Context: an optimization exercise on an open-source flow, tuned for small area, a short achievable clock period and few clock cycles per item. The choices shown serve that exercise and are no tape-out recipe.
In this exercise RTL edits were held to simulation tests only and were not proved equivalent to the original.
Power is estimated from default activity; no workload was simulated.

==> flow/design.v <==
module comb_mgr (
    input             clk,
    input             rst,
    input             cmd_valid,
    output            cmd_ready,
    input      [2:0]  cmd_op,
    input      [23:0] cmd_arg,
    input      [7:0]  cmd_tag,
    input             cmd_fallback,
    output reg        rsp_valid,
    output reg        rsp_ok,
    output reg [31:0] rsp_data
);
    localparam NCELL = 16;
    integer c, i;
    reg         rdy_q;
    reg  [7:0]  do_q;         
    reg  [23:0] arg_q;
    reg  [7:0]  tag_q;
    reg         fb_q;
    reg  [7:0]  le_q;         
    reg         hinz_q;       
    reg  [7:0]  cdec_q;       
    reg  [15:0] idec_q;       
    assign cmd_ready = rdy_q;
    reg [7:0] le_d;
    always @* begin
        for (c = 0; c < 8; c = c + 1)
            le_d[c] = (cmd_arg <= (24'd256 << (2 * c)));
    end
    reg rst_q;
    always @(posedge clk) begin
        rst_q <= rst;
        if (rst) begin
            rdy_q <= 1'b0;
            do_q  <= 8'd0;
        end else begin
            rdy_q <= 1'b1;
            do_q  <= 8'd0;
            if (cmd_valid && rdy_q)
                do_q[cmd_op] <= 1'b1;
        end
        arg_q  <= cmd_arg;
        tag_q  <= cmd_tag;
        fb_q   <= cmd_fallback;
        le_q   <= le_d;
        hinz_q <= |cmd_arg[20:5];
        for (c = 0; c < 8; c = c + 1)
            cdec_q[c] <= cmd_arg[23:21] == c;
        for (i = 0; i < NCELL; i = i + 1)
            idec_q[i] <= cmd_arg[3:0] == i;
    end
    wire op_alloc   = do_q[0];
    wire op_free    = do_q[1];
    wire op_reclaim = do_q[2];
    wire op_config  = do_q[4];
    wire op_build   = do_q[5];
    reg  [NCELL-1:0] free_bit [0:7];    
    reg  [7:0]       cell_tag [0:7][0:NCELL-1];  
    reg  [4:0]       count     [0:7];    
    reg  [4:0]       cfg_count [0:7];    
    reg  [4:0]       low_thr   [0:7];
    reg  [4:0]       eff_high  [0:7];    
    reg              built;
    reg              build_err;
    reg  [31:0]      last_err;
    wire [2:0] a_comb = arg_q[23:21];
    wire [3:0] a_idx  = arg_q[3:0];
    wire       big = !le_q[7];
    reg  [7:0] elig;
    reg  [2:0] req;
    always @* begin
        req = 3'd7;
        for (c = 7; c >= 0; c = c - 1)
            if (le_q[c]) req = c[2:0];
        for (c = 0; c < 8; c = c + 1)
            elig[c] = !big && (c == 0 ? le_q[0] :
                               ((le_q[c] && !le_q[c-1]) || (fb_q && le_q[c-1])));
    end
    reg [NCELL-1:0] sel [0:7];
    always @* begin
        for (c = 0; c < 8; c = c + 1)
            for (i = 0; i < NCELL; i = i + 1)
                sel[c][i] = cdec_q[c] && idec_q[i];
    end
    reg  [7:0] cfg_big;
    wire       cfg_bad = |cfg_big;
    reg [7:0]       has_free, cand, srv_oh;
    reg [NCELL-1:0] first_oh [0:7];
    reg [3:0]       first_idx [0:7];
    reg             seen;
    reg [2:0]       srv_comb;
    reg [3:0]       srv_idx;
    reg             srv_found;
    always @* begin
        for (c = 0; c < 8; c = c + 1) begin
            has_free[c] = |free_bit[c];
            seen = 1'b0;
            first_idx[c] = 4'd0;
            for (i = 0; i < NCELL; i = i + 1) begin
                first_oh[c][i] = free_bit[c][i] && !seen;
                if (free_bit[c][i] && !seen)
                    first_idx[c] = i[3:0];
                seen = seen || free_bit[c][i];
            end
        end
        cand = has_free & elig;
        seen = 1'b0;
        srv_comb = 3'd0;
        srv_idx  = 4'd0;
        for (c = 0; c < 8; c = c + 1) begin
            srv_oh[c] = cand[c] && !seen;
            seen = seen || cand[c];
            if (srv_oh[c]) begin
                srv_comb = c[2:0];
                srv_idx  = first_idx[c];
            end
        end
        srv_found = |cand;
    end
    wire fr_pre = op_free && !hinz_q && !arg_q[4];
    reg [NCELL-1:0] valid [0:7];      
    reg [NCELL-1:0] am    [0:7];      
    reg [NCELL-1:0] we    [0:7];      
    reg [NCELL-1:0] free_nx [0:7];
    reg             a_free, a_am, setf;
    always @* begin
        a_free = 1'b0;
        a_am   = 1'b0;
        for (c = 0; c < 8; c = c + 1)
            for (i = 0; i < NCELL; i = i + 1) begin
                valid[c][i] = (i < count[c]);
                am[c][i]    = (cell_tag[c][i] == tag_q) && valid[c][i] && !free_bit[c][i];
                we[c][i]    = op_alloc && srv_oh[c] && first_oh[c][i];
                setf        = (op_reclaim && am[c][i]) ||
                              (fr_pre && sel[c][i] && am[c][i]);
                if (op_build)
                    free_nx[c][i] = !cfg_bad && (i < cfg_count[c]);
                else
                    free_nx[c][i] = (free_bit[c][i] || setf) && !we[c][i];
                a_free = a_free | (sel[c][i] & free_bit[c][i]);
                a_am   = a_am   | (sel[c][i] & am[c][i]);
            end
    end
    wire fr_invalid = hinz_q || (arg_q[4:0] >= count[a_comb]);
    wire fr_ok      = !hinz_q && !arg_q[4] && a_am;    
    wire [4:0] cf_low  = arg_q[12:8];
    wire [4:0] cf_high = arg_q[20:16];
    reg        v1, tick1, query1, lowclr1, build1, reclaim1, lasterr1, ok1;
    reg        frfail1;    
    reg [2:0]  comb1;    
    reg [6:0]  data1;    
    reg        afail1;   
    reg [2:0]  req1;
    reg        inv1, free1;    
    always @(posedge clk) begin
        for (c = 0; c < 8; c = c + 1)
            for (i = 0; i < NCELL; i = i + 1)
                if (we[c][i])
                    cell_tag[c][i] <= tag_q;
        ok1   <= !(op_build && cfg_bad);
        comb1 <= a_comb;
        data1 <= op_alloc ? {srv_comb, srv_idx} : 7'd0;
        req1  <= req;
        inv1  <= fr_invalid;
        free1 <= a_free;
        if (rst) begin
            v1       <= 1'b0;
            tick1    <= 1'b0;
            query1   <= 1'b0;
            lowclr1  <= 1'b0;
            build1   <= 1'b0;
            reclaim1 <= 1'b0;
            lasterr1 <= 1'b0;
            frfail1  <= 1'b0;
            afail1   <= 1'b0;
        end else begin
            v1       <= |do_q;
            tick1    <= do_q[3];
            query1   <= do_q[6];
            lowclr1  <= op_config && cf_low == 5'd0;
            build1   <= op_build;
            reclaim1 <= op_reclaim;
            lasterr1 <= do_q[7];
            frfail1  <= op_free && !fr_ok;
            afail1   <= op_alloc && !srv_found;
        end
        if (rst_q) begin
            last_err  <= 32'd0;
            built     <= 1'b0;
            build_err <= 1'b0;
            for (c = 0; c < 8; c = c + 1) begin
                free_bit[c]  <= {NCELL{1'b0}};
                count[c]     <= 5'd0;
                cfg_count[c] <= 5'd0;
                cfg_big[c]   <= 1'b0;
                low_thr[c]   <= 5'd0;
                eff_high[c]  <= 5'd0;
            end
        end else begin
            for (c = 0; c < 8; c = c + 1)
                free_bit[c] <= free_nx[c];
            if (op_free && !fr_ok)
                last_err <= {tag_q, arg_q};
            if (op_config) begin
                cfg_count[a_comb] <= arg_q[4:0];
                cfg_big[a_comb]   <= arg_q[4:0] > 5'd16;
                low_thr[a_comb]   <= cf_low;
                eff_high[a_comb]  <= (cf_high < cf_low) ? cf_low : cf_high;
            end
            if (op_build) begin
                built     <= !cfg_bad;
                build_err <= cfg_bad;
                for (c = 0; c < 8; c = c + 1)
                    count[c] <= cfg_bad ? 5'd0 : cfg_count[c];
            end
        end
    end
    reg [4:0] fcnt     [0:7];
    reg [4:0] run_min  [0:7];    
    reg [4:0] prev_min [0:7];
    reg [7:0] low_state;
    reg [7:0] ftot;               
    reg [7:0]  fail_cnt [0:7];
    function [2:0] pop4(input [3:0] v);
        reg s01, c01, s23, c23;
        begin
            s01  = v[0] ^ v[1];
            c01  = v[0] & v[1];
            s23  = v[2] ^ v[3];
            c23  = v[2] & v[3];
            pop4 = {c01 & c23, c01 ^ c23 ^ (s01 & s23), s01 ^ s23};
        end
    endfunction
    function [4:0] pop16(input [15:0] v);
        reg [3:0] lo, hi;
        begin
            lo    = {1'b0, pop4(v[3:0])}  + {1'b0, pop4(v[7:4])};
            hi    = {1'b0, pop4(v[11:8])} + {1'b0, pop4(v[15:12])};
            pop16 = {1'b0, lo} + {1'b0, hi};
        end
    endfunction
    reg [4:0] pc [0:7];
    reg [4:0] minrun [0:7];
    reg [7:0] tk_set, tk_clr, tk_low;
    always @* begin
        for (c = 0; c < 8; c = c + 1) begin
            pc[c] = pop16(free_bit[c]);
            minrun[c] = (fcnt[c] < run_min[c]) ? fcnt[c] : run_min[c];
            tk_low[c] = low_state[c];
            tk_set[c] = 1'b0;
            tk_clr[c] = 1'b0;
            if (minrun[c] < low_thr[c] && !tk_low[c]) begin
                tk_set[c] = 1'b1;
                tk_low[c] = 1'b1;
            end
            if (tk_low[c] && fcnt[c] >= eff_high[c]) begin
                tk_clr[c] = 1'b1;
                tk_low[c] = 1'b0;
            end
        end
    end
    reg        v2, ok2, reclaim2;
    reg [31:0] data2;
    always @(posedge clk) begin
        ok2   <= ok1 && !afail1 && !frfail1;
        data2 <= {8'd0, data1[6:4], 17'd0, data1[3:0]};
        if (afail1)
            data2 <= {29'd0, req1};
        if (frfail1)
            data2 <= {30'd0, inv1 ? 2'd1 : free1 ? 2'd2 : 2'd3};
        if (tick1)
            data2 <= {16'd0, tk_clr, tk_set};
        if (query1)
            data2 <= {fail_cnt[comb1], 5'd0, build_err, built,
                      low_state[comb1], 3'd0, prev_min[comb1],
                      3'd0, fcnt[comb1]};
        if (lasterr1)
            data2 <= last_err;
        for (c = 0; c < 8; c = c + 1)
            fcnt[c] <= pc[c];
        ftot <= (({3'd0, fcnt[0]} + {3'd0, fcnt[1]}) + ({3'd0, fcnt[2]} + {3'd0, fcnt[3]})) +
                (({3'd0, fcnt[4]} + {3'd0, fcnt[5]}) + ({3'd0, fcnt[6]} + {3'd0, fcnt[7]}));
        v2       <= !rst && v1;
        reclaim2 <= reclaim1;
        if (rst_q) begin
            for (c = 0; c < 8; c = c + 1)
                fail_cnt[c] <= 8'd0;
            low_state <= 8'd0;
            for (c = 0; c < 8; c = c + 1) begin
                run_min[c]  <= 5'd0;
                prev_min[c] <= 5'd0;
            end
        end else begin
            if (afail1 && fail_cnt[req1] != 8'hFF)
                fail_cnt[req1] <= fail_cnt[req1] + 8'd1;
            for (c = 0; c < 8; c = c + 1)
                run_min[c] <= minrun[c];
            if (tick1) begin
                low_state <= tk_low;
                for (c = 0; c < 8; c = c + 1) begin
                    prev_min[c] <= minrun[c];
                    run_min[c]  <= fcnt[c];
                end
            end
            if (lowclr1)
                low_state[comb1] <= 1'b0;
            if (build1)
                for (c = 0; c < 8; c = c + 1)
                    run_min[c] <= 5'd31;
        end
    end
    reg [7:0]  ftot_p;
    reg        v3, ok3, reclaim3;
    reg [31:0] data3;
    always @(posedge clk) begin
        ftot_p   <= ftot;
        ok3      <= ok2;
        reclaim3 <= reclaim2;
        data3    <= data2;
        v3       <= !rst && v2;
    end
    always @(posedge clk) begin
        rsp_valid <= !rst && v3;
        rsp_ok    <= ok3;
        rsp_data  <= reclaim3 ? {24'd0, ftot - ftot_p} : data3;
    end
endmodule
Settings: LEC_CHECK=0, ABC_CLOCK_PERIOD_IN_PS=3500, CAP_MARGIN=20, CORE_MARGIN=2, CORE_UTILIZATION=40, SLEW_MARGIN=20; clock period 12.0 ns.
standard.sh (not shown) runs the stock make flow with config.mk's settings and CLKGATE_MAP_FILE= SYNTH_SCRIPT=/design/flow/synth_recipe.tcl, a recipe that flattens the netlist after the stock synthesis.
==> flow/flow/run.sh <==
#!/bin/bash
# Standard ORFS layout (standard.sh), with two changes made through make
# variables: timing repair aims at a setup slack margin well inside the
# clock period, and clock tree synthesis uses larger sink clusters and no
# dummy loads. make's full output goes to standard_make.log; each ORFS step
# keeps its own log under orfs/logs/.
set -euo pipefail
bash standard.sh SETUP_SLACK_MARGIN=8.5 TNS_END_PERCENT=100 \
  "CTS_ARGS=-sink_clustering_enable -repair_clock_nets -dont_use_dummy_load -sink_clustering_size 22 -sink_clustering_max_diameter 100" \
  finish > standard_make.log 2>&1
Testbench counts at the start, summed over its fixed seeds: cycles 24,112, items 24,072.
Edit:
--- a/flow/design.v
+++ b/flow/design.v
@@ -62,9 +62,8 @@
     reg  [4:0]       low_thr   [0:7];
     reg  [4:0]       eff_high  [0:7];    
     reg              built;
     reg              build_err;
-    reg  [31:0]      last_err;
     wire [2:0] a_comb = arg_q[23:21];
     wire [3:0] a_idx  = arg_q[3:0];
     wire       big = !le_q[7];
     reg  [7:0] elig;
@@ -147,8 +146,9 @@
     wire [4:0] cf_low  = arg_q[12:8];
     wire [4:0] cf_high = arg_q[20:16];
     reg        v1, tick1, query1, lowclr1, build1, reclaim1, lasterr1, ok1;
     reg        frfail1;    
+    reg [31:0] lerr1;      
     reg [2:0]  comb1;    
     reg [6:0]  data1;    
     reg        afail1;   
     reg [2:0]  req1;
@@ -184,10 +184,10 @@
             lasterr1 <= do_q[7];
             frfail1  <= op_free && !fr_ok;
             afail1   <= op_alloc && !srv_found;
         end
+        lerr1 <= {tag_q, arg_q};
         if (rst_q) begin
-            last_err  <= 32'd0;
             built     <= 1'b0;
             build_err <= 1'b0;
             for (c = 0; c < 8; c = c + 1) begin
                 free_bit[c]  <= {NCELL{1'b0}};
@@ -199,10 +199,8 @@
             end
         end else begin
             for (c = 0; c < 8; c = c + 1)
                 free_bit[c] <= free_nx[c];
-            if (op_free && !fr_ok)
-                last_err <= {tag_q, arg_q};
             if (op_config) begin
                 cfg_count[a_comb] <= arg_q[4:0];
                 cfg_big[a_comb]   <= arg_q[4:0] > 5'd16;
                 low_thr[a_comb]   <= cf_low;
@@ -220,8 +218,9 @@
     reg [4:0] run_min  [0:7];    
     reg [4:0] prev_min [0:7];
     reg [7:0] low_state;
     reg [7:0] ftot;               
+    reg [31:0] last_err;
     reg [7:0]  fail_cnt [0:7];
     function [2:0] pop4(input [3:0] v);
         reg s01, c01, s23, c23;
         begin
@@ -283,16 +282,19 @@
                 (({3'd0, fcnt[4]} + {3'd0, fcnt[5]}) + ({3'd0, fcnt[6]} + {3'd0, fcnt[7]}));
         v2       <= !rst && v1;
         reclaim2 <= reclaim1;
         if (rst_q) begin
+            last_err  <= 32'd0;
             for (c = 0; c < 8; c = c + 1)
                 fail_cnt[c] <= 8'd0;
             low_state <= 8'd0;
             for (c = 0; c < 8; c = c + 1) begin
                 run_min[c]  <= 5'd0;
                 prev_min[c] <= 5'd0;
             end
         end else begin
+            if (frfail1)
+                last_err <= lerr1;
             if (afail1 && fail_cnt[req1] != 8'hFF)
                 fail_cnt[req1] <= fail_cnt[req1] + 8'd1;
             for (c = 0; c < 8; c = c + 1)
                 run_min[c] <= minrun[c];
Effect: Combinational power came out lower by 20%; total power came out lower by 0.64%; global-route usage came out lower by 4.2 points; first-iteration DRC count is lower by 16%; final cell count is lower by 2.0%; core utilization falls by 2.2 points; worst setup slack improves by 0.35 ns; clock-buffer cell count rises by 4; clock skew is higher by 0.026 ns; cell area drops by 3.8%; register-to-register slack improves by 0.36 ns.
Testbench counts after the change, summed over its fixed seeds: cycles 24,112, items 24,072.

static timing again, ports no longer ideal:
In the flow no input, the clock included, has a driving cell. The finished layouts below were timed again as built, in two steps. Step 1, drivers: a clkbuf_16 drives clk and a buf_2 each remaining input, both assumed. Step 2 moves the port delays by t, midway between the first and last clock arrival at a register: inputs arrive t later, outputs are due t later. That takes back most of the time a late clock gives input paths. Three values: ideal ports, drivers, drivers and shift; two values: the first two.
run	t, ns	slack for setup (ns)	worst data-port slew with drivers (ns)
the first run	0.871	7.997 / 7.997 / 7.650	0.24
the second run	0.852	8.344 / 8.247 / 7.622	0.20
After both steps setup and hold are still met in every run listed. The setup slack of the second run, which loses most, moves by -0.097 ns with the drivers and by -0.722 ns with both steps.
